Context: an optimization exercise on an open-source flow, tuned for small area, a short achievable clock period and few clock cycles per item. The choices shown serve that exercise and are no tape-out recipe. In this exercise RTL edits were held to simulation tests only and were not proved equivalent to the original.

--- design/flow/config.mk ---
export PLATFORM = sky130hd
export DESIGN_NAME = symcode_dec
export DESIGN_NICKNAME = symcode_dec
export VERILOG_FILES = /design/flow/design.v
export SDC_FILE = /design/flow/constraint.sdc
export NUM_CORES = 8
export LEC_CHECK = 0
export CAP_MARGIN = 30
export CORE_MARGIN = 2
export CORE_UTILIZATION = 45
export PLACE_DENSITY = 0.6
export SLEW_MARGIN = 20
--- design/flow/constraint.sdc ---
create_clock -name core_clock -period 20.0 [get_ports {clk}]
set_input_delay 4.0000 -clock core_clock [delete_from_list [all_inputs] [get_ports {clk}]]
set_output_delay 4.0000 -clock core_clock [all_outputs]
set_load 0.01 [all_outputs]
--- design/flow/design.v ---
module symcode_dec (
    input  wire         clk,
    input  wire         rst,
    input  wire         in_valid,
    output wire         in_ready,
    input  wire [639:0] in_word,
    input  wire         in_erase,
    input  wire [3:0]   in_erase_dev,
    output wire         out_valid,
    output wire [511:0] out_data,
    output wire [1:0]   out_status,
    output wire [4:0]   out_nerr
);
    localparam integer SYN_M = 10;             
    localparam integer SYN_T = 80 / SYN_M;     
    localparam integer NL    = 13;             
    localparam integer NS    = 16;             
    localparam integer NW    = 12;             
    localparam integer CH    = 8;              
    localparam integer NG    = 80 / CH;        
    function [7:0] gf_mul(input [7:0] a, input [7:0] b);
        integer i;
        reg [7:0] p, aa;
        begin
            p  = 8'd0;
            aa = a;
            for (i = 0; i < 8; i = i + 1) begin
                if (b[i]) p = p ^ aa;
                aa = {aa[6:0], 1'b0} ^ (aa[7] ? 8'h1d : 8'h00);
            end
            gf_mul = p;
        end
    endfunction
    function [7:0] gf_alpha(input integer n);
        integer i;
        reg [7:0] p;
        begin
            p = 8'd1;
            for (i = 0; i < (n % 255); i = i + 1)
                p = {p[6:0], 1'b0} ^ (p[7] ? 8'h1d : 8'h00);
            gf_alpha = p;
        end
    endfunction
    function [7:0] to_cf(input [7:0] a);
        to_cf = {a[5], a[2] ^ a[5] ^ a[6], a[1] ^ a[3] ^ a[4], a[4] ^ a[7], a[1] ^ a[6], a[7], a[1] ^ a[4] ^ a[7], a[0] ^ a[1] ^ a[3] ^ a[5]};
    endfunction
    function [7:0] from_cf(input [7:0] a);
        from_cf = {a[2], a[1] ^ a[3] ^ a[4], a[7], a[2] ^ a[4], a[1] ^ a[2] ^ a[5], a[1] ^ a[3] ^ a[4] ^ a[6] ^ a[7], a[1] ^ a[4], a[0] ^ a[2] ^ a[4] ^ a[5] ^ a[7]};
    endfunction
    function [3:0] gf16_mul(input [3:0] a, input [3:0] b);
        reg [6:0] p;
        begin
            p = ({7{b[0]}} & {3'd0, a}) ^ ({7{b[1]}} & {2'd0, a, 1'b0}) ^
                ({7{b[2]}} & {1'd0, a, 2'd0}) ^ ({7{b[3]}} & {a, 3'd0});
            gf16_mul = p[3:0] ^ {p[6:4], 1'b0} ^ {1'b0, p[6:4]};
        end
    endfunction
    function [3:0] gf16_inv(input [3:0] a);
        begin
            case (a)
                4'd0: gf16_inv = 4'd0;
                4'd1: gf16_inv = 4'd1;
                4'd2: gf16_inv = 4'd9;
                4'd3: gf16_inv = 4'd14;
                4'd4: gf16_inv = 4'd13;
                4'd5: gf16_inv = 4'd11;
                4'd6: gf16_inv = 4'd7;
                4'd7: gf16_inv = 4'd6;
                4'd8: gf16_inv = 4'd15;
                4'd9: gf16_inv = 4'd2;
                4'd10: gf16_inv = 4'd12;
                4'd11: gf16_inv = 4'd5;
                4'd12: gf16_inv = 4'd10;
                4'd13: gf16_inv = 4'd4;
                4'd14: gf16_inv = 4'd3;
                4'd15: gf16_inv = 4'd8;
                default: gf16_inv = 4'd0;
            endcase
        end
    endfunction
    function [3:0] cf_norm(input [7:0] c);
        cf_norm = gf16_mul(gf16_mul(c[7:4], c[7:4]), 4'd15) ^ gf16_mul(c[7:4], c[3:0]) ^ gf16_mul(c[3:0], c[3:0]);
    endfunction
    function [7:0] cf_inv(input [7:0] c);
        reg [3:0] di;
        begin
            di = gf16_inv(gf16_mul(gf16_mul(c[7:4], c[7:4]), 4'd15) ^ gf16_mul(c[7:4], c[3:0]) ^ gf16_mul(c[3:0], c[3:0]));
            cf_inv = {gf16_mul(c[7:4], di), gf16_mul(c[7:4] ^ c[3:0], di)};
        end
    endfunction
    function [7:0] cf_mul(input [7:0] a, input [7:0] b);
        reg [3:0] hh, ll, mm;
        begin
            hh = gf16_mul(a[7:4], b[7:4]);
            ll = gf16_mul(a[3:0], b[3:0]);
            mm = gf16_mul(a[7:4] ^ a[3:0], b[7:4] ^ b[3:0]);
            cf_mul = {mm ^ ll, gf16_mul(hh, 4'd15) ^ ll};
        end
    endfunction
    function [7:0] dev_first_pow(input [3:0] d);
        reg [3:0] dd;
        reg [7:0] p;
        begin
            dd = (d > 4'd9) ? 4'd9 : d;
            p  = gf_alpha(79);
            if (dd[0]) p = gf_mul(p, gf_alpha(255 - 8));
            if (dd[1]) p = gf_mul(p, gf_alpha(255 - 16));
            if (dd[2]) p = gf_mul(p, gf_alpha(255 - 32));
            if (dd[3]) p = gf_mul(p, gf_alpha(255 - 64));
            dev_first_pow = p;
        end
    endfunction
    genvar g, h;
    integer i;
    reg        a_busy, c_busy;
    reg  [3:0] a_cnt;
    reg        in_ready_r;
    reg        wa, wc;               
    wire       move_a, move_b;       
    wire [1:0] load_b  = {move_a & wa, move_a & ~wa};
    wire [1:0] leave_b = {move_b & wc, move_b & ~wc};
    wire a_last  = (a_cnt == SYN_T - 1);
    wire accept  = in_ready_r & in_valid;
    assign in_ready = in_ready_r;
    reg [639:0] a_word;
    reg [127:0] a_syn;           
    reg         a_erase;
    reg  [3:0]  a_dev;
    wire [639:0] a_rot = {a_word[8*SYN_M-1:0], a_word[639:8*SYN_M]};
    reg [127:0] a_syn_nx;
    integer sk, si;
    always @(*) begin
        for (sk = 0; sk < 16; sk = sk + 1) begin
            a_syn_nx[8*sk +: 8] = gf_mul(a_syn[8*sk +: 8], gf_alpha(sk * SYN_M));
            for (si = 0; si < SYN_M; si = si + 1)
                a_syn_nx[8*sk +: 8] = a_syn_nx[8*sk +: 8] ^
                    gf_mul(a_word[8*si +: 8], gf_alpha(sk * (SYN_M - 1 - si)));
        end
    end
    always @(posedge clk) begin
        if (~a_busy | move_a) begin
            a_word  <= in_word;
            a_syn   <= 128'd0;
            a_erase <= in_erase;
            a_dev   <= in_erase_dev;
        end else if (a_busy & ~a_last) begin
            a_word <= a_rot;
            a_syn  <= a_syn_nx;
        end
    end
    wire [1:0]      bu_busy, bu_done, bu_busy_n, bu_done_n, bu_clean;
    wire [511:0]    bu_data [0:1];
    wire [8*NL-1:0] bu_lam  [0:1];
    wire [8*NW-1:0] bu_omg  [0:1];
    wire [4:0]      bu_len  [0:1];
    wire [4:0]      bu_f    [0:1];
    wire [7:0]      x_init = dev_first_pow(a_dev);
    genvar u;
    generate
    for (u = 0; u < 2; u = u + 1) begin : g_bu
        integer i;
        reg            b_busy, b_first, b_clean, b_fin;
        reg  [8*NS-1:0] b_del;
        reg  [3:0]     b_k;
        wire b_zero    = (b_del == {8*NS{1'b0}});        
        wire b_step    = b_busy & ~b_fin;
        wire b_last    = b_step & (b_k == 4'd15);          
        reg [511:0]    b_data;
        reg [8*NS-1:0] b_the;        
        reg [8*NL-1:0] b_lam;
        reg [8*NL-1:0] b_bb;
        reg [7:0]      b_binv;       
        reg [7:0]      b_x;          
        reg [4:0]      b_len;
        reg            b_erase;
        reg            b_eph;        
        reg  [7:0]     coef;
        reg            bm_upd;       
        wire [7:0] delta   = b_del[7:0];
        wire [4:0] b_f     = b_erase ? 5'd8 : 5'd0;
        wire [4:0] len_upd = {1'b0, b_k} + 5'd1 + b_f - b_len;
        reg [8*NL-1:0] lam_nx, bb_nx;
        reg [8*NS-1:0] del_nx, the_nx;
        always @(*) begin
            for (i = 0; i < NL; i = i + 1)
                lam_nx[8*i +: 8] = b_lam[8*i +: 8] ^
                                   ((i == 0) ? 8'd0 : gf_mul(b_bb[8*(i-1) +: 8], coef));
            for (i = 0; i < NS; i = i + 1)
                del_nx[8*i +: 8] = b_del[8*((i + 1) % NS) +: 8] ^
                                   gf_mul(b_the[8*i +: 8] & {8{(i != 15 - b_k)}}, coef);
            for (i = 0; i < NS; i = i + 1)
                the_nx[8*i +: 8] = b_eph  ? del_nx[8*i +: 8] :
                                   bm_upd ? b_del[8*((i + 1) % NS) +: 8] :
                                            (b_the[8*i +: 8] & {8{(i != 15 - b_k)}});
            bb_nx = b_eph  ? lam_nx :
                    bm_upd ? b_lam : {b_bb[8*NL-9:0], 8'd0};
        end
        wire [8*NL-1:0] lam_n = b_step ? lam_nx : b_lam;
        wire [8*NS-1:0] del_n = b_step ? del_nx : b_del;
        wire [4:0]      len_n = (b_step & bm_upd) ? len_upd : b_len;
        wire       eph_nx    = b_erase & (b_k < 4'd7);
        wire [7:0] x_nx      = gf_mul(b_x, gf_alpha(254));
        wire [7:0] binv_nx   = bm_upd ? from_cf(cf_inv(to_cf(delta))) : b_binv;
        wire       canupd_nx = ~eph_nx & ({len_n, 1'b0} <= ({2'd0, b_k} + 6'd1 + {1'b0, b_f}));
        wire [7:0] coef_nx   = eph_nx ? x_nx : gf_mul(del_nx[7:0], binv_nx);
        wire       upd_nx    = canupd_nx & (del_nx[7:0] != 8'd0);
        always @(posedge clk) begin
            if (load_b[u]) begin
                b_data   <= a_rot[511:0];
                b_del    <= a_syn_nx;
                b_the    <= a_syn_nx;
                b_lam    <= {{8*NL-8{1'b0}}, 8'd1};
                b_bb     <= {{8*NL-8{1'b0}}, 8'd1};
                b_binv   <= 8'd1;
                b_x      <= x_init;
                b_erase  <= a_erase;
                b_eph    <= a_erase;
                coef     <= a_erase ? x_init : a_syn_nx[7:0];
                bm_upd   <= ~a_erase & (a_syn_nx[7:0] != 8'd0);
                b_len    <= a_erase ? 5'd8 : 5'd0;
                b_k      <= 4'd0;
            end else if (b_step) begin
                b_lam    <= lam_nx;
                b_bb     <= bb_nx;
                b_del    <= del_nx;
                b_the    <= the_nx;
                b_binv   <= binv_nx;
                b_len    <= len_n;
                b_x      <= x_nx;
                b_k      <= b_k + 4'd1;
                b_eph    <= eph_nx;
                coef     <= coef_nx;
                bm_upd   <= upd_nx;
            end
        end
        wire done      = b_busy & ~b_first & (b_clean | b_fin | b_last);
        wire busy_n    = load_b[u] | (b_busy & ~leave_b[u]);
        wire clean_n   = b_first ? b_zero : b_clean;
        wire fin_n     = ~load_b[u] & (b_fin | b_last);
        wire [3:0] k_n = b_step ? b_k + 4'd1 : b_k;
        wire last_n    = ~fin_n & (k_n == 4'd15);
        wire done_n    = busy_n & ~load_b[u] & (clean_n | fin_n | last_n);
        always @(posedge clk) begin
            if (rst) begin
                b_busy  <= 1'b0;
                b_first <= 1'b0;
                b_clean <= 1'b0;
                b_fin   <= 1'b0;
            end else begin
                b_busy  <= busy_n;
                b_first <= load_b[u];
                b_clean <= clean_n;
                b_fin   <= fin_n;
            end
        end
        assign bu_busy[u]   = b_busy;
        assign bu_done[u]   = done;
        assign bu_busy_n[u] = busy_n;
        assign bu_done_n[u] = done_n;
        assign bu_clean[u]  = b_clean;
        assign bu_data[u]   = b_data;
        assign bu_lam[u]    = lam_n;
        assign bu_omg[u]    = del_n[8*NW-1:0];
        assign bu_len[u]    = len_n;
        assign bu_f[u]      = b_f;
    end
    endgenerate
    reg [511:0]    c_data;
    reg [8*NL-1:0] c_lam;        
    reg [8*NW-1:0] c_omg;        
    reg [4:0]      c_len;
    reg [4:0]      c_f;
    reg            c_clean;
    reg [3:0]      c_t1;         
    reg [12:0]     c_need;       
    reg [4:0]      c_nerr;
    reg            c_p64, c_p72, c_all;
    reg             s2_v;
    reg  [3:0]      s2_t;
    reg  [CH-1:0]   s2_root, s2_nz;
    reg  [4*CH-1:0] s2_d;
    reg  [8*CH-1:0] s2_p;
    wire c_too  = ({c_len, 1'b0} > (6'd16 + {1'b0, c_f}));
    wire c_done = c_busy & (c_clean | c_too | ~c_need[0] | c_all);
    wire c_ev   = c_busy & ~c_done & (c_t1 < NG);
    wire [CH-1:0]   e1_root, e1_nz;
    wire [4*CH-1:0] e1_d;
    wire [8*CH-1:0] e1_p;
    generate
        for (h = 0; h < CH; h = h + 1) begin : g_lane
            reg [7:0] ls, os, ws;
            integer j;
            always @(*) begin
                ls = 8'd0;
                os = 8'd0;
                ws = 8'd0;
                for (j = 0; j < NL; j = j + 1) begin
                    ls = ls ^ gf_mul(c_lam[8*j +: 8], gf_alpha(255 * 13 - h * j));
                    if (j % 2 == 1)
                        os = os ^ gf_mul(c_lam[8*j +: 8], gf_alpha(255 * 13 - h * j));
                end
                for (j = 0; j < NW; j = j + 1)
                    ws = ws ^ gf_mul(c_omg[8*j +: 8], gf_alpha(255 * 13 - h * j));
            end
            wire [7:0] osc = to_cf(os);
            assign e1_root[h]     = (ls == 8'd0);
            assign e1_nz[h]       = (os != 8'd0) & (ws != 8'd0);
            assign e1_d[4*h +: 4] = cf_norm(osc);
            assign e1_p[8*h +: 8] = cf_mul(to_cf(ws), {osc[7:4], osc[7:4] ^ osc[3:0]});
        end
    endgenerate
    localparam integer H64 = (79 - 64) % CH, T64 = (79 - 64) / CH;
    localparam integer H72 = (79 - 72) % CH, T72 = (79 - 72) / CH;
    function [3:0] popcount(input [CH-1:0] v);
        integer n;
        reg [1:0] p2 [0:7];
        reg [2:0] p4 [0:3];
        reg [3:0] p8 [0:1];
        begin
            for (n = 0; n < 8; n = n + 1)
                p2[n] = ((2 * n) < CH ? {1'b0, v[(2 * n) % CH]} : 2'd0) +
                        ((2 * n + 1) < CH ? {1'b0, v[(2 * n + 1) % CH]} : 2'd0);
            for (n = 0; n < 4; n = n + 1) p4[n] = {1'b0, p2[2 * n]} + {1'b0, p2[2 * n + 1]};
            for (n = 0; n < 2; n = n + 1) p8[n] = {1'b0, p4[2 * n]} + {1'b0, p4[2 * n + 1]};
            popcount = p8[0] + p8[1];
        end
    endfunction
    reg [12:0] need_nx;
    always @(*) begin
        need_nx = c_need;
        for (i = 0; i < CH; i = i + 1)
            if (c_ev & e1_root[i]) need_nx = {1'b0, need_nx[12:1]};
    end
    wire       all_nx    = c_all | (c_ev & (c_t1 == NG - 1));
    wire [CH-1:0]   s2_chg;
    wire [8*CH-1:0] e2_val;
    generate
        for (h = 0; h < CH; h = h + 1) begin : g_val
            wire [3:0] di = gf16_inv(s2_d[4*h +: 4]);
            assign e2_val[8*h +: 8] = from_cf({gf16_mul(s2_p[8*h+4 +: 4], di), gf16_mul(s2_p[8*h +: 4], di)});
            assign s2_chg[h] = s2_v & s2_root[h] & s2_nz[h];
        end
    endgenerate
    wire e2_ff64 = s2_chg[H64] & (s2_t == T64) & (e2_val[8*H64 +: 8] == 8'hff);
    wire e2_ff72 = s2_chg[H72] & (s2_t == T72) & (e2_val[8*H72 +: 8] == 8'hff);
    wire [4:0] nerr_nx = c_nerr + {1'b0, popcount(s2_chg)};
    wire       p64_nx  = c_p64 | e2_ff64;
    wire       p72_nx  = c_p72 | e2_ff72;
    reg [511:0] c_corr;
    always @(*) begin
        c_corr = c_data;
        for (i = 0; i < 64; i = i + 1)
            if (s2_v && (s2_t == (79 - i) / CH) && s2_root[(79 - i) % CH])
                c_corr[8*i +: 8] = c_data[8*i +: 8] ^ e2_val[8*((79 - i) % CH) +: 8];
    end
    reg [511:0] o_data;
    reg [1:0]   o_status;
    reg [4:0]   o_nerr;
    reg         o_valid;
    always @(posedge clk) begin
        o_data   <= c_corr;
        o_status <= c_clean ? 2'd0 :
                    (c_too | c_need[0]) ? 2'd3 :
                    ((nerr_nx == 5'd2) & p64_nx & p72_nx) ? 2'd2 :
                    (nerr_nx != 5'd0) ? 2'd1 : 2'd0;
        o_nerr   <= nerr_nx;
        o_valid  <= ~rst & c_done;
    end
    assign out_valid  = o_valid;
    assign out_data   = o_data;
    assign out_status = o_status;
    assign out_nerr   = o_nerr;
    always @(posedge clk) begin
        s2_v    <= c_ev;
        s2_t    <= c_t1;
        s2_root <= e1_root;
        s2_nz   <= e1_nz;
        s2_d    <= e1_d;
        s2_p    <= e1_p;
        if (move_b) begin
            c_data   <= bu_data[wc];
            c_lam    <= bu_lam[wc];
            c_omg    <= bu_omg[wc];
            c_len    <= bu_len[wc];
            c_f      <= bu_f[wc];
            c_clean  <= bu_clean[wc];
            c_t1     <= 4'd0;
            for (i = 0; i < 13; i = i + 1)
                c_need[i] <= (bu_len[wc] > i);
            c_nerr   <= 5'd0;
            c_p64    <= 1'b0;
            c_p72    <= 1'b0;
            c_all    <= 1'b0;
        end else begin
            c_data <= c_corr;
            for (i = 0; i < NL; i = i + 1)
                c_lam[8*i +: 8] <= gf_mul(c_lam[8*i +: 8], gf_alpha(255 * 13 - CH * i));
            for (i = 0; i < NW; i = i + 1)
                c_omg[8*i +: 8] <= gf_mul(c_omg[8*i +: 8], gf_alpha(255 * 13 - CH * i));
            if (c_t1 < NG) c_t1 <= c_t1 + 4'd1;
            c_need   <= need_nx;
            c_all    <= all_nx;
            c_nerr   <= nerr_nx;
            c_p64    <= p64_nx;
            c_p72    <= p72_nx;
        end
    end
    wire take_c  = ~c_busy | c_done;
    assign move_b = bu_done[wc] & take_c;
    wire take_b  = ~bu_busy[wa] | (move_b & (wc == wa));
    assign move_a = a_busy & a_last & take_b;
    wire       a_busy_n  = accept | (a_busy & ~move_a);
    wire [3:0] a_cnt_n   = accept ? 4'd0 : (a_busy & ~a_last) ? a_cnt + 4'd1 : a_cnt;
    wire       a_last_n  = a_busy_n & (a_cnt_n == SYN_T - 1);
    wire       wa_n      = wa ^ move_a;
    wire       wc_n      = wc ^ move_b;
    wire       c_busy_n  = move_b | (c_busy & ~c_done);
    wire       c_done_n  = move_b & bu_clean[wc];
    wire take_c_n = ~c_busy_n | c_done_n;
    wire take_b_n = ~bu_busy_n[wa_n] | (bu_done_n[wa_n] & (wc_n == wa_n) & take_c_n);
    wire take_a_n = ~a_busy_n | (a_last_n & take_b_n);
    always @(posedge clk) begin
        if (rst) begin
            a_busy     <= 1'b0;
            c_busy     <= 1'b0;
            a_cnt      <= 4'd0;
            in_ready_r <= 1'b1;
            wa         <= 1'b0;
            wc         <= 1'b0;
        end else begin
            a_busy     <= a_busy_n;
            c_busy     <= c_busy_n;
            a_cnt      <= a_cnt_n;
            in_ready_r <= take_a_n;
            wa         <= wa_n;
            wc         <= wc_n;
        end
    end
endmodule
--- design/flow/flow/run.sh ---
#!/bin/bash
# Layout flow: the standard ORFS flow (standard.sh, unchanged synthesis,
# floorplan, placement, CTS, routing), with timing repair asked to leave
# SETUP_SLACK_MARGIN ns of setup slack, so that the layout is optimised for
# a shorter achieved period than the 20 ns clock requires. The full make
# output goes to flow_make.log in this folder.
set -euo pipefail
bash standard.sh SETUP_SLACK_MARGIN=14 finish > flow_make.log 2>&1
--- design/flow/standard.sh ---
#!/bin/bash
# synth_recipe.tcl (not shown) runs the flow's synth.tcl, then flattens the netlist and writes it again
# the make line also repeats each setting of config.mk as NAME=value (left out here)
make -C /OpenROAD-flow-scripts/flow DESIGN_CONFIG=/design/flow/config.mk WORK_HOME=/design/flow/orfs CLKGATE_MAP_FILE= SYNTH_SCRIPT=/design/flow/synth_recipe.tcl "${@:-finish}"
==> qor.yml, run 1 <==
outcome:
  outcome: "no timing/DRC/antenna violations"
die:
  row_count: 300
  die_x_um: 820.8
  die_y_um: 820.8
  fp.coreArea_um2: 666300
  ioPinCount: 1169
  start_util_pct: 45.06
  dieArea_um2: 673700
yosys:
  ys_seq_area_share_pct: 34.46
  synthFlopType: "dfxtp_1"
  yosysMostFrequentCell: "xnor2_1"
  async_reset_ff_share_pct: 0
  avgSynthCellArea_um2: 8.603
  ys_types: 107
  syn_inst: 34900
  synth_nets: 35750
  synth_top_area_share_pct: 24.66
  syn_area_um2: 300200
  yosys_warnings: 6
  synth_edf_count: 2053
  synthTopCellsByCount: "xnor2_1, nand2_1, xor2_1, nor2_1, dfxtp_1"
  synth-seq-cells: 4141
  synth_largest_area_cell: "xnor2_1"
  synth_area_leaders: "xnor2_1, edfxtp_1, dfxtp_1, xor2_1, nand2_1"
timing:
  min_period_ns: 6.069
  clock.fmax_ghz: 0.1648
  tns_ns: 0
  setup_viol: 0
  finalCritPeriodShare_pct: 30.35
  slew_viol_final: 0
  rsz0062_at_grt: "true"
  max_slew_margin_pct: 14.77
  setup_ws_ns: 13.93
  final-hold-violation-count: 0
  clock_skew_ns: 0.1741
  worst_slew_pin_slew_ns: 1.243
grt:
  first_global_vias: 240400
  grt_use_total_pct: 45.68
  grt_max_degree: 213
  grt_overflow_total: 0
  grt_pass1_wl_mm: 2115
  antenna_found_initial: 252
placement:
  portBuffers: 1168
  hpwl_mm: 1239
  dp_slack_ns: 12.23
  routabilityCongestion: 1.111
  dp_cells: 43850
clocking:
  clock_latency_ns: 1.21
  clock_sinks: 4141
  hold_buffers: 0
  cts_tree: "done"
  cts_buffers: 462
  cts_buffer_depth: 4
  clk_pin_slew_worst_paths_ns: 0.07
  cts_root_buffer: "clkbuf_16"
  htreeDepth: 5
setup_path:
  crit_family: "XOR/XNOR gates"
  critical_path.cell_chain: "xor2_1, xnor2_2, buf_4, xnor2_1, xnor2_1, xnor2_1, xnor2_1, xnor2_2, ha_1, xnor2_1, xnor2_2, xor2_1, nand2_1, xnor3_1, xnor2_1, xnor2_1, xnor2_1"
  critPathMaxFanout: 9
  cp-end-kind: "register"
  crit_top_cell: "xnor2_1"
  critPathKind: "register to register"
  crit_arrival_ns: 7.00
  crit_required_ns: 20.93
  max_stage_delay_ns: 0.98
  critical-path-slowest-cell: "dfxtp_1"
  start_kind: "register"
  worstPathBufferInverterCount: 1
drt:
  ant_nets: 0
  avgViaCountPerCell: 5.900
  vias: 266800
  drtIter0Drc: 39630
  drtPass1Iterations: 8
  routedWlPerCell_um: 35.67
  finalWirelength_mm: 1613
  route.detailed.drc: 0
cells_and_area:
  drive_gt1_share_pct: 9.556
  nets: 36470
  final_cells: 45220
  area_growth_pct: 16.09
min_path:
  min_path_type: "register to register"
flow_run:
  drv_cap: 0
[worst reg2reg max path: stages (launching register included)]
cell and delay [ns]:
dfxtp_1 0.98, xor2_1 0.29, xnor2_2 0.14, buf_4 0.29, xnor2_1 0.18, xnor2_1 0.68
xnor2_1 0.17, xnor2_1 0.70, xnor2_2 0.30, ha_1 0.38, xnor2_1 0.16, xnor2_2 0.39
xor2_1 0.41, nand2_1 0.10, xnor3_1 0.39, xnor2_1 0.15, xnor2_1 0.14, xnor2_1 0.12
[flip-flops by register name, summed over array words and instances (netlist names), 32 cells and up]
signal and count:
g_bu.b_data 1024, a_word 640, c_data 512, o_data 512, g_bu.b_del 256, g_bu.b_the 256, g_bu.b_lam 192, g_bu.b_bb 178
a_syn 128, c_lam 96, c_omg 96, s2_p 64, g_val.di 32
[cells in the final DEF (no fill, tap or decap), drive strengths merged, types with 177 or more instances in the layout]
cell type and instances:
nor2b 189, ha 190, a21oi 1744, dlygate4sd2 474, nand3 259, nand2 6724
o21ai 1354, buf 1405, inv 256, dfxtp 2088, edfxtp 2053, clkbuf 662
a211oi 496, nor2 2960, mux2i 897, diode 270, clkdlybuf4s50 668, nand2b 177
xor2 3055, a22oi 227, xnor2 8471
[worst paths after layout]
check	slack (ns)	to	cells past startpoint	start
max	13.93	s2_p[13]$_DFF_P_	17	c_omg[43]$_DFF_P_
min reg2reg	0.34	o_data[376]$_DFF_P_	1	c_data[376]$_DFF_P_
min	0.34	o_data[376]$_DFF_P_	1	c_data[376]$_DFF_P_
max reg2reg	13.93	s2_p[13]$_DFF_P_	17	c_omg[43]$_DFF_P_
[layer usage]
layer / share of wire (%) / track usage (%)
met1: 37 / 57.87
met2: 40 / 64.06
met3: 13 / 15.30
met4: 9.3 / 34.50
met5: 0.070 / 0.3391
[area by class of cell]
cell class | count | area (um2)
Inverter | 260 | 1027
Tap cell | 8909 | 11150
Clock inverter | 236 | 2570
Multi-Input combinational cell | 28170 | 193200
Clock buffer | 641 | 12970
Sequential cell | 4141 | 103800
Antenna cell | 270 | 675.6
Timing Repair Buffer | 2594 | 23130
Fill cell | 62320 | 317700
[per-stage QoR]
step | area, um2 | hold slack, ns | utilization, %
5_1_grt | 348000 | 0.3652 | 52.23
3_3_place_gp | 325600 | 0.4124 | 48.86
4_1_cts | 344600 | 0.3342 | 51.73
3_5_place_dp | 327200 | 0.4179 | 49.12
6_report | 348600 | 0.3419 | 52.31
2_1_floorplan | 301400 | 0.3845 | -
[logic make-up (layout without fill, tap and decap cells)]
family / Yosys count / count (layout) / synth area share (%)
AOI/OAI and AO/OA: 4315 / 4317 / 8.291
xor gates and xnor gates: 11710 / 11710 / 35.05
adders and majority gates: 200 / 200 / 0.8551
buffers and inverters: 2594 / 3731 / 3.310
DFF: 4141 / 4141 / 34.46
muxes: 1021 / 1021 / 3.476
other: 0 / 270 / 0
and+or+nand+nor: 10920 / 10930 / 14.57
[repair_timing]
item                       4_1_cts  5_1_grt
setup endpoints to repair     1899      789
pin swaps                       67      112
resized for setup             1004      304
gates cloned                     4        5
buffers inserted                65       99
Testbench counts, summed over its fixed seeds: cycles 21,460, words 2,400.
==> run 2, diff against run 1 <==
==> design/flow/flow/run.sh (replaced) <==
#!/bin/bash
# Layout flow: the standard ORFS flow (standard.sh, unchanged synthesis,
# floorplan, placement, CTS, routing), with two changes to how the layout is
# optimised: timing repair is asked to leave SETUP_SLACK_MARGIN ns of setup
# slack, so that the layout is optimised for a shorter achieved period than
# the 20 ns clock requires, and the buffer that every input and output port
# gets is a sky130_fd_sc_hd__buf_1. The full make output goes to
# flow_make.log in this folder.
set -euo pipefail
bash standard.sh SETUP_SLACK_MARGIN=14 \
    "BUFFER_PORTS_ARGS=-buffer_cell sky130_fd_sc_hd__buf_1" finish > flow_make.log 2>&1
==> run 2 against run 1 <==
Effect of this change: the layout now fails its checks (antenna violations); via count rose by 0.21%; first-iteration DRC count rose by 2.2%; clock-buffer cell count fell by 6; register-to-register slack got worse by 0.41 ns; die area did not move; setup slack got worse by 0.41 ns; routed wire length rose by 0.72%; synthesized area did not move; largest cell class unchanged.
==> qor.yml, run 2 <==
outcome:
  outcome: "failed layout checks"
  so_faults: "antenna violations"
setup_path:
  critPathKind: "register to register"
  crit_arrival_ns: 7.30
  critPathMaxFanout: 7
  cp-end-kind: "register"
  crit_required_ns: 20.83
  start_kind: "register"
timing:
  tns_ns: 0
  clock.fmax_ghz: 0.1544
  min_period_ns: 6.475
  slew_viol_final: 0
  final-hold-violation-count: 0
  worst_slew_pin_slew_ns: 1.194
  max_slew_margin_pct: 19.81
  hold_ws_ns: 0.3389
  rsz0062_at_grt: "true"
  finalCritPeriodShare_pct: 32.38
  clock_skew_ns: 0.2163
  setup_viol: 0
die:
  ioPinCount: 1169
  die_y_um: 820.8
  fp.coreArea_um2: 666300
  dieArea_um2: 673700
  start_util_pct: 45.06
  die_x_um: 820.8
  row_count: 300
cells_and_area:
  area_growth_pct: 13.99
  final_cells: 45140
  final_cell_area_um2: 342200
  mostFrequentLayoutCells: "xnor2_1, nand2_1, nor2_1, xor2_1, edfxtp_1"
  top_regs: "g_bu.b_data (1024), a_word (640)"
  drive_gt1_share_pct: 9.447
  nets: 36490
  top_register: "g_bu.b_data"
  largest_reg_flops: 1024
  final_common_cell: "xnor2_1"
yosys:
  synth_nets: 35750
  synth_area_leaders: "xnor2_1, edfxtp_1, dfxtp_1, xor2_1, nand2_1"
  synthTopCellsByCount: "xnor2_1, nand2_1, xor2_1, nor2_1, dfxtp_1"
  syn_inst: 34900
  avgSynthCellArea_um2: 8.603
  syn_area_um2: 300200
  synth_largest_area_cell: "xnor2_1"
  yosysMostFrequentCell: "xnor2_1"
  synth_top_area_share_pct: 24.66
  yosys_warnings: 6
  ys_types: 107
  synth_edf_count: 2053
  synthFlopType: "dfxtp_1"
  async_reset_ff_share_pct: 0
  synth-seq-cells: 4141
  ys_seq_area_share_pct: 34.46
clocking:
  htreeDepth: 5
  cts_buffer_depth: 4
  cts_root_buffer: "clkbuf_16"
  cts_tree: "done"
  hold_buffers: 0
  clock_sinks: 4141
  cts_buffers: 457
  clk_pin_slew_worst_paths_ns: 0.07
  clock_latency_ns: 1.25
drt:
  vias: 267400
  wl_met2_mm: 663.6
  avgViaCountPerCell: 5.923
  ant_nets: 1
  wl_met3_mm: 199.9
  drtPass1Iterations: 7
  finalWirelength_mm: 1625
  routedWlPerCell_um: 36.00
  drtIter0Drc: 40500
  route.detailed.drc: 0
  top_layer_used: "met5"
  drt-met1-wl_mm: 612.8
placement:
  routabilityCongestion: 1.096
  dp_cells: 43870
  portBuffers: 1168
  hpwl_mm: 1249
  placed_cell_area_um2: 320300
flow_run:
  drv_cap: 0
grt:
  grt_pass1_wl_mm: 2123
  grt_overflow_total: 0
  grt_max_degree: 155
  antenna_found_initial: 206
  grt_use_total_pct: 46.00
  first_global_vias: 239500
min_path:
  min_path_type: "register to register"
[run 2: worst paths after layout]
| check | start | end | slack (ns) | cells after the start |
|---|---|---|---|---|
| worst max-delay path | a_word[64]$_DFFE_PP_ | g_bu[1].b_del[98]$_DFFE_PP_ | 13.52 | 13 |
| worst max register to register | a_word[64]$_DFFE_PP_ | g_bu[1].b_del[98]$_DFFE_PP_ | 13.52 | 13 |
| worst min register to register | c_data[107]$_DFF_P_ | o_data[107]$_DFF_P_ | 0.34 | 1 |
| worst min-delay path | c_data[107]$_DFF_P_ | o_data[107]$_DFF_P_ | 0.34 | 1 |
[run 2: metal layers]
metal | track usage, % | up-vias
met2 | 65.60 | 17870
met1 | 58.23 | 130600
li1 | - | 114900
met4 | 33.48 | 90
met5 | 0.7770 | -
met3 | 14.72 | 3849
[run 2: cell type report]
cell class,count,area (um2)
fillers,62480,324000
multi-input cells,28170,193600
flip-flops and latches,4141,103600
repair buffers,2610,16690
clock buffers,635,13080
well taps,8909,11150
clock inverters,228,2554
inverters,260,1041
diodes,182,455.4
[run 2: per-stage QoR]
stage               setup slack [ns]  utilization, %
global route                   13.83           51.31
finish                         13.52           51.37
detailed placement             11.17           48.07
global placement               11.24           47.83
floorplan                      11.51               -
CTS                            13.91           50.83
[run 2: cell families (layout without fill, tap and decap cells)]
group / after synthesis / count (layout) / share of synthesized area (%)
AO/OA/AOI/OAI: 4315 / 4318 / 8.291
XOR/XNOR: 11710 / 11710 / 35.05
adder cells (fa/ha/maj): 200 / 200 / 0.8551
buffers and inverters: 2594 / 3733 / 3.310
flip-flops: 4141 / 4141 / 34.46
multiplexers: 1021 / 1021 / 3.476
other: 0 / 182 / 0
AND/OR/NAND/NOR: 10920 / 10930 / 14.57
[run 2: critical path, cell delays in order (launching register included)]
cell      delay (ns)
edfxtp_1        0.34
buf_4           0.38
xor2_1          0.75
buf_4           0.32
xnor2_2         0.12
buf_4           0.39
xnor2_1         0.15
xnor2_1         0.75
xor2_1          0.91
xnor2_1         0.42
xnor2_1         0.70
xnor2_1         0.33
nand2_2         0.34
o21ai_0         0.22
[run 2: what timing repair did]
action | 4_1_cts | 5_1_grt
resized for setup | 380 | 322
endpoints found under the setup margin | 1969 | 799
buffers inserted | 79 | 97
cloned | 7 | 3
pin swaps | 74 | 138
==> run 3, diff against run 2 <==
--- a/design/flow/config.mk
+++ b/design/flow/config.mk
@@ -8,5 +8,5 @@
 export CAP_MARGIN = 30
 export CORE_MARGIN = 2
-export CORE_UTILIZATION = 45
-export PLACE_DENSITY = 0.6
+export CORE_UTILIZATION = 60
+export PLACE_DENSITY = 0.72
 export SLEW_MARGIN = 20
==> run 3 against run 2 <==
Effect of this change: the run now fails in global routing (5_1_grt); synthesized area unchanged; synthesized cell count did not move.
==> qor.yml, run 3 <==
clocking:
  clock_sinks: 4141
  cts_buffer_depth: 4
  cts_root_buffer: "clkbuf_16"
  cts_buffers: 430
  htreeDepth: 5
yosys:
  avgSynthCellArea_um2: 8.603
  synth_nets: 35750
  synth-seq-cells: 4141
  ys_types: 107
  yosys.area_share.simple_pct: 14.57
  synth_compound_gate_area_share_pct: 8.291
  yosysMostFrequentCell: "xnor2_1"
  synth_top_family_by_area: "XOR/XNOR gates"
  synth_edf_count: 2053
  synth_xor_area_share_pct: 35.05
  synthMuxAreaShare_pct: 3.476
  synthFlopType: "dfxtp_1"
  synth_area_leaders: "xnor2_1, edfxtp_1, dfxtp_1, xor2_1, nand2_1"
  synthTopCellsByCount: "xnor2_1, nand2_1, xor2_1, nor2_1, dfxtp_1"
  synth_fa_ha_area_share_pct: 0.8551
  syn_area_um2: 300200
  synth_top_area_share_pct: 24.66
  synth_largest_area_cell: "xnor2_1"
  syn_inst: 34900
  async_reset_ff_share_pct: 0
  yosys_warnings: 6
  ys_seq_area_share_pct: 34.46
outcome:
  outcome: "aborted with a tool error"
  error_line: "[ERROR GRT-0232] Routing congestion too high. Check the congestion heatmap in the GUI."
  haltStage: "global routing (5_1_grt)"
grt:
  grt_use_total_pct: 61.23
  grt_overflow_total: 63
  antenna_found_initial: 335
  grt_max_degree: 214
die:
  row_count: 259
  ioPinCount: 1169
  die_y_um: 711.4
  start_util_pct: 60.28
  die_x_um: 711.4
placement:
  hpwl_mm: 1125
  dp_slack_ns: 11.81
  routabilityCongestion: 1.162
  portBuffers: 1168
timing:
  worstEndpointType: "register data pin"
  worst_endpoint: "g_bu[0].coef[5]$_DFFE_PP_/D"
-- run 3: cell counts after synthesis --
Identical to the previous run, type by type.
-- run 3: through the flow --
step,hold WS [ns],cells,area [um2]
2_1_floorplan,0.3845,34900,301400
3_5_place_dp,0.4254,41480,315900
4_1_cts,0.3993,42370,333800
3_3_place_gp,0.4125,41340,314400
-- run 3: metal layers --
metal | GRT usage, % | overflow
met5 | 18.46 | 0
met4 | 57.19 | 24
met3 | 36.01 | 1
met2 | 79.21 | 35
met1 | 67.59 | 3
-- run 3: cell families after synthesis --
kind of cell | after synthesis
AO/OA/AOI/OAI | 4315
XOR/XNOR | 11710
adder cells (fa/ha/maj) | 200
buffers and inverters | 2594
flip-flops | 4141
multiplexers | 1021
AND/OR/NAND/NOR | 10920
-- run 3: how the worst max path moves through the flow --
stage                               endpoint                 startpoint  slack, ns  cells after the start
2_1_floorplan   g_bu[0].b_del[100]$_DFFE_PP_  g_bu[1].b_k[1]$_SDFF_PP0_      11.51                     15
3_3_place_gp    g_bu[1].b_data[86]$_DFFE_PP_  g_bu[0].b_k[0]$_SDFF_PP0_      11.93                     15
3_5_place_dp   g_bu[1].b_data[398]$_DFFE_PP_  g_bu[0].b_k[1]$_SDFF_PP0_      11.81                     15
4_1_cts               g_val[3].di[0]$_DFF_P_          c_lam[90]$_DFF_P_      13.85                     18
-- run 3: repair_timing --
action                      CTS
pin swaps                    76
hold buffers                  0
setup buffers                70
gates cloned                  9
setup endpoints to repair  1689
gates resized for setup     344
==> run 4, diff against run 3 <==
--- a/design/flow/design.v
+++ b/design/flow/design.v
@@ -416,5 +416,7 @@
     wire       wc_n      = wc ^ move_b;
     wire       c_busy_n  = move_b | (c_busy & ~c_done);
-    wire       c_done_n  = move_b & bu_clean[wc];
+    wire       c_done_n  = move_b ? (bu_clean[wc] |
+                                     ({bu_len[wc], 1'b0} > (6'd16 + {1'b0, bu_f[wc]}))) :
+                           (c_busy & (~need_nx[0] | all_nx));
     wire take_c_n = ~c_busy_n | c_done_n;
     wire take_b_n = ~bu_busy_n[wa_n] | (bu_done_n[wa_n] & (wc_n == wa_n) & take_c_n);
--- a/design/flow/config.mk
+++ b/design/flow/config.mk
@@ -8,5 +8,5 @@
 export CAP_MARGIN = 30
 export CORE_MARGIN = 2
-export CORE_UTILIZATION = 60
-export PLACE_DENSITY = 0.72
+export CORE_UTILIZATION = 45
+export PLACE_DENSITY = 0.6
 export SLEW_MARGIN = 20
==> run 4 against run 3 <==
Effect of this change: now fails the layout checks on antenna violations; synthesized area grew 0.30%; synthesized cell count increased by 0.22%.
==> qor.yml, run 4 <==
cells_and_area:
  final_cell_area_um2: 343600
  drive_gt1_share_pct: 9.773
  largest_reg_flops: 1024
  top_register: "g_bu.b_data"
  nFillCells: 62590
  final_common_cell: "xnor2_1"
  top_regs: "g_bu.b_data (1024), a_word (640)"
  mostFrequentLayoutCells: "xnor2_1, nand2_1, nor2_1, xor2_1, edfxtp_1"
  area_growth_pct: 14.12
  nets: 36610
setup_path:
  critPathMaxFanout: 5
  max_stage_delay_ns: 0.43
  critPathKind: "register to register"
  start_kind: "register"
  cp-end-kind: "register"
  critical-path-slowest-cell: "xor3_2"
  crit_arrival_ns: 7.01
  crit_required_ns: 20.81
yosys:
  syn_inst: 34980
  yosysMostFrequentCell: "xnor2_1"
  synth_edf_count: 2052
  yosys_warnings: 6
  synth_largest_area_cell: "xnor2_1"
  synthFlopType: "dfxtp_1"
  synth_area_leaders: "xnor2_1, edfxtp_1, dfxtp_1, xor2_1, nand2_1"
  synthTopCellsByCount: "xnor2_1, nand2_1, nor2_1, xor2_1, dfxtp_1"
  synth-seq-cells: 4141
  ys_types: 114
  synth_top_area_share_pct: 24.62
  async_reset_ff_share_pct: 0
  ys_seq_area_share_pct: 34.35
  avgSynthCellArea_um2: 8.609
  syn_area_um2: 301100
  synth_nets: 35830
clocking:
  clock_latency_ns: 1.23
  cts_tree: "done"
  cts_buffers: 459
  cts_buffer_depth: 4
  clk_pin_slew_worst_paths_ns: 0.06
  cts_root_buffer: "clkbuf_16"
  htreeDepth: 5
  clock_sinks: 4141
  hold_buffers: 0
drt:
  finalWirelength_mm: 1652
  avgViaCountPerCell: 5.970
  routedWlPerCell_um: 36.45
  route.detailed.drc: 0
  drtPass1Iterations: 10
  vias: 270600
  drtIter0Drc: 41680
  ant_nets: 1
grt:
  grt_pass1_wl_mm: 2166
  grt_use_total_pct: 46.68
  first_global_vias: 241500
  grt_overflow_total: 0
  antenna_found_initial: 370
  grt_max_degree: 220
timing:
  setup_viol: 0
  finalCritPeriodShare_pct: 30.99
  clock.fmax_ghz: 0.1613
  max_slew_margin_pct: 11.64
  worst_slew_pin_slew_ns: 1.316
  final-hold-violation-count: 0
  setup_ws_ns: 13.80
  slew_viol_final: 0
  rsz0062_at_grt: "true"
  clock_skew_ns: 0.2127
  tns_ns: 0
  min_period_ns: 6.199
flow_run:
  drv_cap: 0
die:
  start_util_pct: 45.15
  dieArea_um2: 675700
  ioPinCount: 1169
  row_count: 300
  fp.coreArea_um2: 667000
  die_y_um: 822.0
  die_x_um: 822.0
outcome:
  so_faults: "antenna violations"
  outcome: "failed layout checks"
placement:
  portBuffers: 1168
  routabilityCongestion: 1.097
  dp_slack_ns: 11.78
  hpwl_mm: 1275
  placed_cell_area_um2: 321500
min_path:
  min_path_type: "register to register"
run 4: final cells by class:
| type | count | area, um2 | share of cell area [%] |
|---|---|---|---|
| clock buffers | 644 | 12990 | 3.779 |
| inverters | 288 | 1150 | 0.3346 |
| flip-flops and latches | 4141 | 103600 | 30.16 |
| diodes | 250 | 625.6 | 0.1821 |
| well taps | 8909 | 11150 | 3.244 |
| repair buffers | 2652 | 17230 | 5.015 |
| multi-input cells | 28220 | 194300 | 56.55 |
| clock inverters | 230 | 2509 | 0.7300 |
run 4: critical path, delay by kind of cell, from the launching register on:
family	cells	cell delay [ns]
buffers and inverters	3	0.41
AOI/OAI and AO/OA	8	1.59
adders and majority gates	3	0.75
DFF	1	0.36
muxes	1	0.26
and+or+nand+nor	6	0.97
xor gates and xnor gates	6	1.59
run 4: path summary, 6_finish.rpt:
| kind | from | endpoint | depth (start not counted) | slack, ns |
|---|---|---|---|---|
| hold reg to reg | c_data[392]$_DFF_P_ | o_data[392]$_DFF_P_ | 1 | 0.32 |
| setup / recovery | g_bu[1].b_del[1]$_DFF_P_ | g_bu[1].coef[2]$_DFFE_PP_ | 27 | 13.80 |
| hold / removal | c_data[392]$_DFF_P_ | o_data[392]$_DFF_P_ | 1 | 0.32 |
| setup reg to reg | g_bu[1].b_del[1]$_DFF_P_ | g_bu[1].coef[2]$_DFFE_PP_ | 27 | 13.80 |
run 4: cells by family (layout without fill, tap and decap cells):
logic type,after synthesis,after routing,share of synthesized area [%]
XOR/XNOR,11670,11670,35.15
AND/OR/NAND/NOR,10950,10950,14.45
AO/OA/AOI/OAI,4374,4375,8.376
flip-flops,4141,4141,34.35
buffers and inverters,2623,3814,3.360
multiplexers,1017,1017,3.458
adder cells (fa/ha/maj),200,200,0.8534
other,0,250,0
run 4: metrics by stage:
stage	hold WS (ns)	instances	util, %
2_1_floorplan	0.3845	34980	-
3_3_place_gp	0.4063	43800	47.90
3_5_place_dp	0.4310	43960	48.19
4_1_cts	0.3626	44970	51.03
5_1_grt	0.3642	45170	51.46
6_report	0.3217	45330	51.52
run 4: layer usage:
metal	track usage (%)	part of all wire [%]	vias to the layer above
li1	-	-	115300
met1	60.05	38	131800
met2	64.47	40	19370
met3	16.74	13	3929
met4	33.18	8.7	194
met5	0	0.15	-
run 4: what timing repair did:
item,4_1_cts,5_1_grt
pin swaps,80,91
setup endpoints to repair,1288,715
gates cloned,7,5
gates resized for setup,468,271
setup buffers,123,69
Testbench counts of run 4, summed over its fixed seeds: cycles 21,167, words 2,400.
==> run 5, diff against run 4 <==
==> design/flow/flow/run.sh (replaced) <==
#!/bin/bash
# Layout flow: the standard ORFS flow (standard.sh, unchanged synthesis,
# floorplan, placement, CTS, routing), with two changes to how the layout is
# optimised: timing repair is asked to leave SETUP_SLACK_MARGIN ns of setup
# slack, so that the layout is optimised for a shorter achieved period than
# the 20 ns clock requires, and antenna repair after detailed routing may
# take up to 10 rounds instead of 5. The full make output goes to
# flow_make.log in this folder.
set -euo pipefail
bash standard.sh SETUP_SLACK_MARGIN=14 MAX_REPAIR_ANTENNAS_ITER_DRT=10 finish > flow_make.log 2>&1
==> run 5 against run 4 <==
Effect of this change: the run now finishes clean; global-route usage barely moved; register-to-register slack got worse by 0.30 ns; synthesized area did not move; highest routed layer unchanged.
==> qor.yml, run 5 <==
outcome:
  outcome: "no timing/DRC/antenna violations"
yosys:
  async_reset_ff_share_pct: 0
  yosysMostFrequentCell: "xnor2_1"
  synthMuxAreaShare_pct: 3.458
  ys_seq_area_share_pct: 34.35
  synth_compound_gate_area_share_pct: 8.376
  synth_largest_area_cell: "xnor2_1"
  yosys_warnings: 6
  synthTopCellsByCount: "xnor2_1, nand2_1, nor2_1, xor2_1, dfxtp_1"
  syn_inst: 34980
  synth_top_area_share_pct: 24.62
  ys_types: 114
  syn_area_um2: 301100
  synth_edf_count: 2052
  synthFlopType: "dfxtp_1"
  synth_nets: 35830
  synth_xor_area_share_pct: 35.15
  synth_fa_ha_area_share_pct: 0.8534
  avgSynthCellArea_um2: 8.609
  synth_top_family_by_area: "XOR/XNOR gates"
  synth_area_leaders: "xnor2_1, edfxtp_1, dfxtp_1, xor2_1, nand2_1"
  synth-seq-cells: 4141
  yosys.area_share.simple_pct: 14.45
clocking:
  cts_root_buffer: "clkbuf_16"
  clk_pin_slew_worst_paths_ns: 0.06
  hold_buffers: 0
  cts_buffers: 465
  htreeDepth: 5
  cts_buffer_depth: 4
  clock_sinks: 4141
  cts_tree: "done"
  clock_latency_ns: 1.20
timing:
  final-hold-violation-count: 0
  worst_slew_pin_slew_ns: 1.243
  slew_viol_final: 0
  rsz0062_at_grt: "true"
  min_period_ns: 6.496
  clock_skew_ns: 0.1515
  max_slew_margin_pct: 14.75
  setup_viol: 0
  tns_ns: 0
  clock.fmax_ghz: 0.1539
  finalCritPeriodShare_pct: 32.48
drt:
  route.detailed.drc: 0
  avgViaCountPerCell: 5.989
  vias: 271100
  drtPass1Iterations: 8
  ant_nets: 0
  routedWlPerCell_um: 36.56
  finalWirelength_mm: 1655
  drtIter0Drc: 43570
grt:
  antenna_found_initial: 241
  grt_use_total_pct: 46.65
  grt_pass1_wl_mm: 2166
  grt_max_degree: 201
  first_global_vias: 242500
  grt_overflow_total: 0
die:
  start_util_pct: 45.15
  row_count: 300
  ioPinCount: 1169
  die_x_um: 822.0
  dieArea_um2: 675700
  fp.coreArea_um2: 667000
  die_y_um: 822.0
cells_and_area:
  final_cell_area_um2: 350600
  drive_gt1_share_pct: 9.790
  top_register: "g_bu.b_data"
  area_growth_pct: 16.43
  largest_reg_flops: 1024
  mostFrequentLayoutCells: "xnor2_1, nand2_1, nor2_1, xor2_1, edfxtp_1"
  top_regs: "g_bu.b_data (1024), a_word (640)"
  nets: 36550
  final_common_cell: "xnor2_1"
setup_path:
  cp-end-kind: "register"
  crit_required_ns: 20.96
  critPathKind: "register to register"
  r2r-start: "a_word[45]$_DFFE_PP_"
  reg2regPathDepth: 12
  crit_arrival_ns: 7.45
  rrSetupSlack_ns: 13.50
  critPathMaxFanout: 9
  reg2reg_to: "g_bu[0].b_the[91]$_DFFE_PP_"
  start_kind: "register"
placement:
  portBuffers: 1168
  routabilityCongestion: 1.122
  hpwl_mm: 1274
  placed_cell_area_um2: 328200
min_path:
  holdPathStages: 1
  hold_path.startpoint: "c_data[390]$_DFF_P_"
  min_to: "o_data[390]$_DFF_P_"
  min_path_type: "register to register"
flow_run:
  drv_cap: 0
run 5: cell counts after synthesis:
No cell type changed its count.
run 5: per-stage QoR:
step | util [%] | hold WS [ns] | worst slack, ns | instances
after global placement | 48.94 | 0.3998 | 11.85 | 43750
after CTS | 52.03 | 0.3343 | 13.83 | 44890
after global routing | 52.49 | 0.3548 | 13.60 | 45060
after detailed placement | 49.21 | 0.4192 | 11.79 | 43910
final | 52.56 | 0.3451 | 13.50 | 45270
after floorplan | - | 0.3845 | 11.62 | 34980
run 5: what timing repair did:
item	in CTS	in global routing
gates resized for setup	1064	295
setup endpoints to repair	1605	633
setup buffers	98	78
pin swaps	92	115
gates cloned	5	6
run 5: logic make-up (layout without fill, tap and decap cells):
group / after synthesis / in the layout
xor+xnor: 11670 / 11670
simple gates: 10950 / 10950
compound gates: 4374 / 4376
flops: 4141 / 4141
buf+inv: 2623 / 3759
mux: 1017 / 1018
fa+ha+maj: 200 / 200
other cells: 0 / 240
run 5: per-layer routing:
| layer | global-route usage, % | share of wire [%] | routed length (um) |
|---|---|---|---|
| met3 | 16.51 | 14 | 226800 |
| met4 | 33.02 | 8.6 | 143100 |
| met1 | 60.21 | 38 | 627200 |
| met2 | 64.44 | 40 | 656900 |
| met5 | 0 | 0.072 | 1184 |
run 5: layout make-up:
type,count,area (um2)
Fill cell,61930,316400
Multi-Input combinational cell,28220,194100
Sequential cell,4141,103900
Timing Repair Buffer,2586,23370
Clock buffer,656,13360
Tap cell,8909,11150
Clock inverter,228,2959
Inverter,288,1146
Antenna cell,240,600.6
Timing Repair inverter,1,5.005
run 5: worst max path at each step:
stage	from	to	slack [ns]	cells after the start
final	a_word[45]$_DFFE_PP_	g_bu[0].b_the[91]$_DFFE_PP_	13.50	12
after global routing	g_bu[1].b_del[6]$_DFF_P_	g_bu[1].coef[7]$_DFFE_PP_	13.60	27
after CTS	g_bu[1].b_del[1]$_DFF_P_	g_bu[1].coef[6]$_DFFE_PP_	13.83	29
after detailed placement	g_bu[1].b_del[1]$_DFF_P_	g_bu[1].coef[4]$_DFFE_PP_	11.79	25
after global placement	g_bu[1].b_del[1]$_DFF_P_	g_bu[1].coef[4]$_DFFE_PP_	11.85	26
after floorplan	g_bu[1].b_k[1]$_SDFF_PP0_	g_bu[0].b_del[100]$_DFFE_PP_	11.62	15
run 5: worst max-delay path: stages, from the launching register on:
cell      delay (ns)
edfxtp_1        0.78
buf_4           0.55
xor2_1          0.21
buf_4           0.24
xnor2_2         0.09
buf_4           0.31
xnor2_2         0.95
xnor2_1         0.51
xnor2_1         0.98
xnor2_1         0.27
xnor2_2         0.86
nand2_1         0.30
o21ai_0         0.14
==> run 6, diff against run 5 <==
==> design/flow/flow/run.sh (replaced) <==
#!/bin/bash
# Layout flow: the standard ORFS flow (standard.sh, unchanged synthesis,
# floorplan, placement, CTS, routing), with three changes to how the layout
# is optimised: timing repair is asked to leave SETUP_SLACK_MARGIN ns of
# setup slack, so that the layout is optimised for a shorter achieved period
# than the 20 ns clock requires; the buffer that every input and output port
# gets is a sky130_fd_sc_hd__buf_1; and antenna repair after detailed routing
# may take up to 10 rounds instead of 5. The full make output goes to
# flow_make.log in this folder.
set -euo pipefail
bash standard.sh SETUP_SLACK_MARGIN=14 MAX_REPAIR_ANTENNAS_ITER_DRT=10 \
    "BUFFER_PORTS_ARGS=-buffer_cell sky130_fd_sc_hd__buf_1" finish > flow_make.log 2>&1
==> run 6 against run 5 <==
Effect of this change: still clean on timing, DRC and antenna; sequential cell count is the same; utilization shrank 1.0 points; synthesized cell count is the same; largest cell class unchanged.
==> qor.yml, run 6 <==
grt:
  grt_use_total_pct: 46.68
  first_global_vias: 241500
  grt_max_degree: 220
  antenna_found_initial: 370
  grt_overflow_total: 0
  grt_pass1_wl_mm: 2166
timing:
  final-hold-violation-count: 0
  setup_ws_ns: 13.80
  max_slew_margin_pct: 11.64
  tns_ns: 0
  slew_viol_final: 0
  finalCritPeriodShare_pct: 30.99
  rsz0062_at_grt: "true"
  setup_viol: 0
  clock.fmax_ghz: 0.1613
  clock_skew_ns: 0.2128
  min_period_ns: 6.199
  worst_slew_pin_slew_ns: 1.316
min_path:
  hold_path.startpoint: "c_data[392]$_DFF_P_"
  holdPathStages: 1
  min_path_type: "register to register"
  min_to: "o_data[392]$_DFF_P_"
die:
  row_count: 300
  ioPinCount: 1169
  die_y_um: 822.0
  dieArea_um2: 675700
  die_x_um: 822.0
  fp.coreArea_um2: 667000
  start_util_pct: 45.15
yosys:
  ys_types: 114
  synthTopCellsByCount: "xnor2_1, nand2_1, nor2_1, xor2_1, dfxtp_1"
  synth_area_leaders: "xnor2_1, edfxtp_1, dfxtp_1, xor2_1, nand2_1"
  synth_nets: 35830
  syn_area_um2: 301100
  synth-seq-cells: 4141
  syn_inst: 34980
  synthFlopType: "dfxtp_1"
  async_reset_ff_share_pct: 0
  synth_edf_count: 2052
  yosys_warnings: 6
  avgSynthCellArea_um2: 8.609
  yosysMostFrequentCell: "xnor2_1"
  ys_seq_area_share_pct: 34.35
  synth_top_area_share_pct: 24.62
  synth_largest_area_cell: "xnor2_1"
drt:
  route.detailed.drc: 0
  drtIter0Drc: 41680
  vias: 270600
  finalWirelength_mm: 1652
  routedWlPerCell_um: 36.45
  ant_nets: 0
  drtPass1Iterations: 10
  avgViaCountPerCell: 5.969
placement:
  dp_cells: 43960
  routabilityCongestion: 1.097
  hpwl_mm: 1275
  portBuffers: 1168
  dp_slack_ns: 11.78
setup_path:
  reg2reg_to: "g_bu[1].coef[2]$_DFFE_PP_"
  crit_arrival_ns: 7.01
  reg2regPathDepth: 27
  crit_family: "XOR/XNOR gates"
  crit_required_ns: 20.81
  start_kind: "register"
  critical-path-slowest-cell: "xor3_2"
  rrSetupSlack_ns: 13.80
  startpoint: "g_bu[1].b_del[1]$_DFF_P_"
  critPathMaxFanout: 5
  cp-end-kind: "register"
  worstPathBufferInverterCount: 3
  r2r-start: "g_bu[1].b_del[1]$_DFF_P_"
  max_stage_delay_ns: 0.43
  critPathKind: "register to register"
clocking:
  htreeDepth: 5
  clk_pin_slew_worst_paths_ns: 0.06
  cts_buffers: 459
  hold_buffers: 0
  cts_tree: "done"
  clock_latency_ns: 1.23
  cts_root_buffer: "clkbuf_16"
  clock_sinks: 4141
  cts_buffer_depth: 4
cells_and_area:
  mostFrequentLayoutCells: "xnor2_1, nand2_1, nor2_1, xor2_1, edfxtp_1"
  area_growth_pct: 14.12
  largest_reg_flops: 1024
  drive_gt1_share_pct: 9.773
  top_register: "g_bu.b_data"
  final_cells: 45330
  nets: 36610
  final_util_pct: 51.52
  final_common_cell: "xnor2_1"
  top_regs: "g_bu.b_data (1024), a_word (640)"
flow_run:
  drv_cap: 0
outcome:
  outcome: "no timing/DRC/antenna violations"
run 6: metrics by stage:
step	hold slack [ns]	area (um2)
finish	0.3216	343600
global route	0.3642	343200
CTS	0.3626	340400
detailed placement	0.4310	321500
global placement	0.4063	319500
floorplan	0.3845	302300
run 6: repair_timing:
item                       in CTS  in global routing
cloned                          7                  5
resized for setup             468                271
buffers inserted              123                 69
setup endpoints to repair    1288                715
pin swaps                      80                 91
run 6: kinds of logic (layout without fill, tap and decap cells):
family,count (synthesis),after routing,synth area share (%)
fa+ha+maj,200,200,0.8534
simple gates,10950,10950,14.45
compound gates,4374,4375,8.376
flops,4141,4141,34.35
other cells,0,251,0
xor+xnor,11670,11670,35.15
mux,1017,1017,3.458
buf+inv,2623,3814,3.360
run 6: how the worst max path moves through the flow:
| stage | endpoint | slack, ns | cells after the start |
|---|---|---|---|
| final | g_bu[1].coef[2]$_DFFE_PP_ | 13.80 | 27 |
| after global routing | g_bu[1].coef[2]$_DFFE_PP_ | 13.60 | 27 |
| after CTS | g_bu[1].coef[2]$_DFFE_PP_ | 13.88 | 27 |
| after detailed placement | g_bu[1].b_data[10]$_DFFE_PP_ | 11.78 | 14 |
| after global placement | g_bu[1].b_data[10]$_DFFE_PP_ | 11.88 | 14 |
| after floorplan | g_bu[0].b_del[100]$_DFFE_PP_ | 11.62 | 15 |
run 6: final cells by class:
| type | instances | area [um2] |
|---|---|---|
| fill | 62590 | 323400 |
| multi-input combinational | 28220 | 194300 |
| sequential | 4141 | 103600 |
| timing repair buffer | 2652 | 17230 |
| clock buffer | 644 | 12990 |
| tap | 8909 | 11150 |
| clock inverter | 230 | 2509 |
| inverter | 288 | 1150 |
| antenna | 251 | 628.1 |
run 6: layer usage:
metal / routed length [um] / up-vias / track usage, %
met1: 627800 / 131800 / 60.05
met3: 222000 / 3927 / 16.74
li1: - / 115300 / -
met4: 144100 / 194 / 33.18
met5: 2431 / - / 0
met2: 656100 / 19360 / 64.47
==> run 7, diff against run 6 <==
--- a/design/flow/design.v
+++ b/design/flow/design.v
@@ -171,4 +171,5 @@
         reg [8*NL-1:0] b_bb;
         reg [7:0]      b_binv;       
+        reg [3:0]      b_dnorm;      
         reg [7:0]      b_x;          
         reg [4:0]      b_len;
@@ -201,5 +202,8 @@
         wire       eph_nx    = b_erase & (b_k < 4'd7);
         wire [7:0] x_nx      = gf_mul(b_x, gf_alpha(254));
-        wire [7:0] binv_nx   = bm_upd ? from_cf(cf_inv(to_cf(delta))) : b_binv;
+        wire [7:0] dcf       = to_cf(delta);
+        wire [3:0] dnorm_i   = gf16_inv(b_dnorm);
+        wire [7:0] binv_nx   = bm_upd ? from_cf({gf16_mul(dcf[7:4], dnorm_i),
+                                                 gf16_mul(dcf[7:4] ^ dcf[3:0], dnorm_i)}) : b_binv;
         wire       canupd_nx = ~eph_nx & ({len_n, 1'b0} <= ({2'd0, b_k} + 6'd1 + {1'b0, b_f}));
         wire [7:0] coef_nx   = eph_nx ? x_nx : gf_mul(del_nx[7:0], binv_nx);
@@ -213,4 +217,5 @@
                 b_bb     <= {{8*NL-8{1'b0}}, 8'd1};
                 b_binv   <= 8'd1;
+                b_dnorm  <= cf_norm(to_cf(a_syn_nx[7:0]));
                 b_x      <= x_init;
                 b_erase  <= a_erase;
@@ -226,4 +231,5 @@
                 b_the    <= the_nx;
                 b_binv   <= binv_nx;
+                b_dnorm  <= cf_norm(to_cf(del_nx[7:0]));
                 b_len    <= len_n;
                 b_x      <= x_nx;
==> run 7 against run 6 <==
Effect of this change: still clean; synthesized area grew 0.79%; via count down 0.75%; cell count is 0.78% lower; global-route usage shrank 0.52 points; sequential share of layout area up 0.25 points; worst hold slack improved by 0.025 ns; routed wire length shrank 0.47%; clock skew increased by 0.0011 ns; critical path type is now register to output pin.
==> qor.yml, run 7 <==
outcome:
  outcome: "no timing/DRC/antenna violations"
setup_path:
  reg2regPathDepth: 13
  start_kind: "register"
  startpoint: "in_ready_r$_SDFF_PP1_"
  critPathMaxFanout: 3
  r2r-start: "a_word[7]$_DFFE_PP_"
  critical_path_depth: 1
  rrSetupSlack_ns: 13.72
  critPathKind: "register to output pin"
  critical-path-slowest-cell: "dfxtp_1"
  max_stage_delay_ns: 0.71
  worstPathBufferInverterCount: 1
  critical_path.cell_chain: "buf_2"
  crit_arrival_ns: 2.28
  crit_family: "flip-flops"
  cp-end-kind: "output pin"
die:
  ioPinCount: 1169
  die_y_um: 825.3
  fp.coreArea_um2: 671900
  die_x_um: 825.3
  dieArea_um2: 681100
min_path:
  hold_path.startpoint: "c_data[52]$_DFF_P_"
  min_to: "o_data[52]$_DFF_P_"
  holdPathStages: 1
yosys:
  synth_area_leaders: "xnor2_1, edfxtp_1, dfxtp_1, xor2_1, nand2_1"
  synth_largest_area_cell: "xnor2_1"
  synth-seq-cells: 4157
  yosys_warnings: 6
  synthFlopType: "dfxtp_1"
  ys_seq_area_share_pct: 34.21
  yosysMostFrequentCell: "xnor2_1"
grt:
  grt_use_total_pct: 46.16
  grt_overflow_total: 0
  antenna_found_initial: 318
cells_and_area:
  largest_reg_flops: 1024
  drive_gt1_share_pct: 8.207
  nets: 36270
  layout.area.seq_um2: 104000
  top_register: "g_bu.b_data"
  final_cell_area_um2: 341900
  area_growth_pct: 12.66
drt:
  avgViaCountPerCell: 5.971
  finalWirelength_mm: 1645
  route.detailed.drc: 0
  wl_met3_mm: 209.1
  wl_met2_mm: 665.1
  drt-met1-wl_mm: 624.6
timing:
  setup_viol: 0
  final-hold-violation-count: 0
  clock_skew_ns: 0.2138
  max_slew_margin_pct: 13.30
  slew_viol_final: 0
  rsz0062_at_grt: "true"
  worst_slew_pin_slew_ns: 1.296
  finalCritPeriodShare_pct: 31.41
placement:
  placed_cell_area_um2: 322700
  dp_slack_ns: 12.54
  routabilityCongestion: 1.105
flow_run:
  drv_cap: 0
clocking:
  htreeDepth: 5
  clock_sinks: 4157
  hold_buffers: 0
  cts_buffer_depth: 4
  cts_buffers: 461
  cts_tree: "done"
## run 7: logic make-up (layout without fill, tap and decap cells)
| kind of cell | Yosys count | count (layout) | share of synthesized area (%) |
|---|---|---|---|
| adders and majority gates | 202 | 202 | 0.8541 |
| DFF | 4157 | 4157 | 34.21 |
| AOI/OAI and AO/OA | 4352 | 4352 | 8.267 |
| muxes | 1060 | 1060 | 3.579 |
| buffers and inverters | 2575 | 3548 | 3.262 |
| other | 0 | 203 | 0 |
| and+or+nand+nor | 10950 | 10950 | 14.42 |
| xor gates and xnor gates | 11560 | 11560 | 35.40 |
## run 7: final cells by class
type,instances,area share (%)
repair buffers,2426,4.363
flip-flops and latches,4157,30.41
diodes,203,0.1486
well taps,8938,3.270
multi-input cells,28130,56.77
clock buffers,622,3.782
clock inverters,253,0.9700
inverters,247,0.2872
## run 7: how the worst max path moves through the flow
stage,endpoint,slack (ns)
after global placement,in_ready_r$_SDFF_PP1_,12.52
after global routing,in_ready_r$_SDFF_PP1_,13.75
final,in_ready,13.72
after CTS,in_ready_r$_SDFF_PP1_,13.66
after detailed placement,in_ready_r$_SDFF_PP1_,12.54
after floorplan,g_bu[0].dnorm_i[3]$_DFF_P_,10.04
## run 7: metal layers
layer,track usage (%),vias up
met2,65.07,18290
met3,14.61,3791
met5,0.4802,-
met1,59.62,131600
li1,-,114800
met4,32.50,113
## run 7: timing repair
item | 4_1_cts | 5_1_grt
buffers inserted | 7 | 28
pin swaps | 1 | 8
endpoints found under the setup margin | 1287 | 905
gates cloned | 2 | 1
gates resized for setup | 197 | 159
## run 7: through the flow
step                instances  util [%]  hold WS [ns]
global placement        43680     47.79        0.4054
finish                  44980     50.89        0.3463
CTS                     44700     50.59        0.3395
global route            44830     50.84        0.3673
floorplan               34860         -        0.3845
detailed placement      43820     48.03        0.4154
Testbench counts of run 7, summed over its fixed seeds: cycles 21,167, words 2,400.

-- what the ideal ports hide --
The flow's constraints put no driver on any port. The routed layouts listed below were extracted and timed again, unchanged, in two steps.
Step 1 (the two cells are an assumption about what drives the block):
set clk [get_ports {clk}]
set_driving_cell -lib_cell sky130_fd_sc_hd__clkbuf_16 $clk
set_driving_cell -lib_cell sky130_fd_sc_hd__buf_2 [delete_from_list [all_inputs] $clk]
Step 2 also shifts input and output timing later by t, the mid clock arrival at the registers, as if the neighbouring blocks saw the same clock.
a / b / c = ideal / step 1 / step 2; a / b = the first two.
run	t, ns	setup slack, ns	worst hold slack (ns)	clock arrival spread, ns	worst slew at a driven data input, ns
run 1	1.268	13.931 / 13.837 / 13.931	0.342 / 0.342 / 0.342	0.183 / 0.183	0.28
run 2	1.289	13.525 / 13.525 / 13.525	0.339 / 0.339 / 0.339	0.219 / 0.219	0.26
run 4	1.265	13.801 / 13.790 / 13.801	0.322 / 0.322 / 0.322	0.221 / 0.221	0.31
run 5	1.279	13.504 / 13.504 / 13.502	0.345 / 0.345 / 0.345	0.154 / 0.155	0.34
run 6	1.265	13.801 / 13.791 / 13.801	0.322 / 0.322 / 0.322	0.221 / 0.221	0.31
run 7	1.276	13.717 / 13.566 / 13.723	0.346 / 0.346 / 0.346	0.217 / 0.217	0.41
For run 5, which loses most, drivers alone change the setup slack by 0.000 ns; drivers and shift together by -0.002 ns.
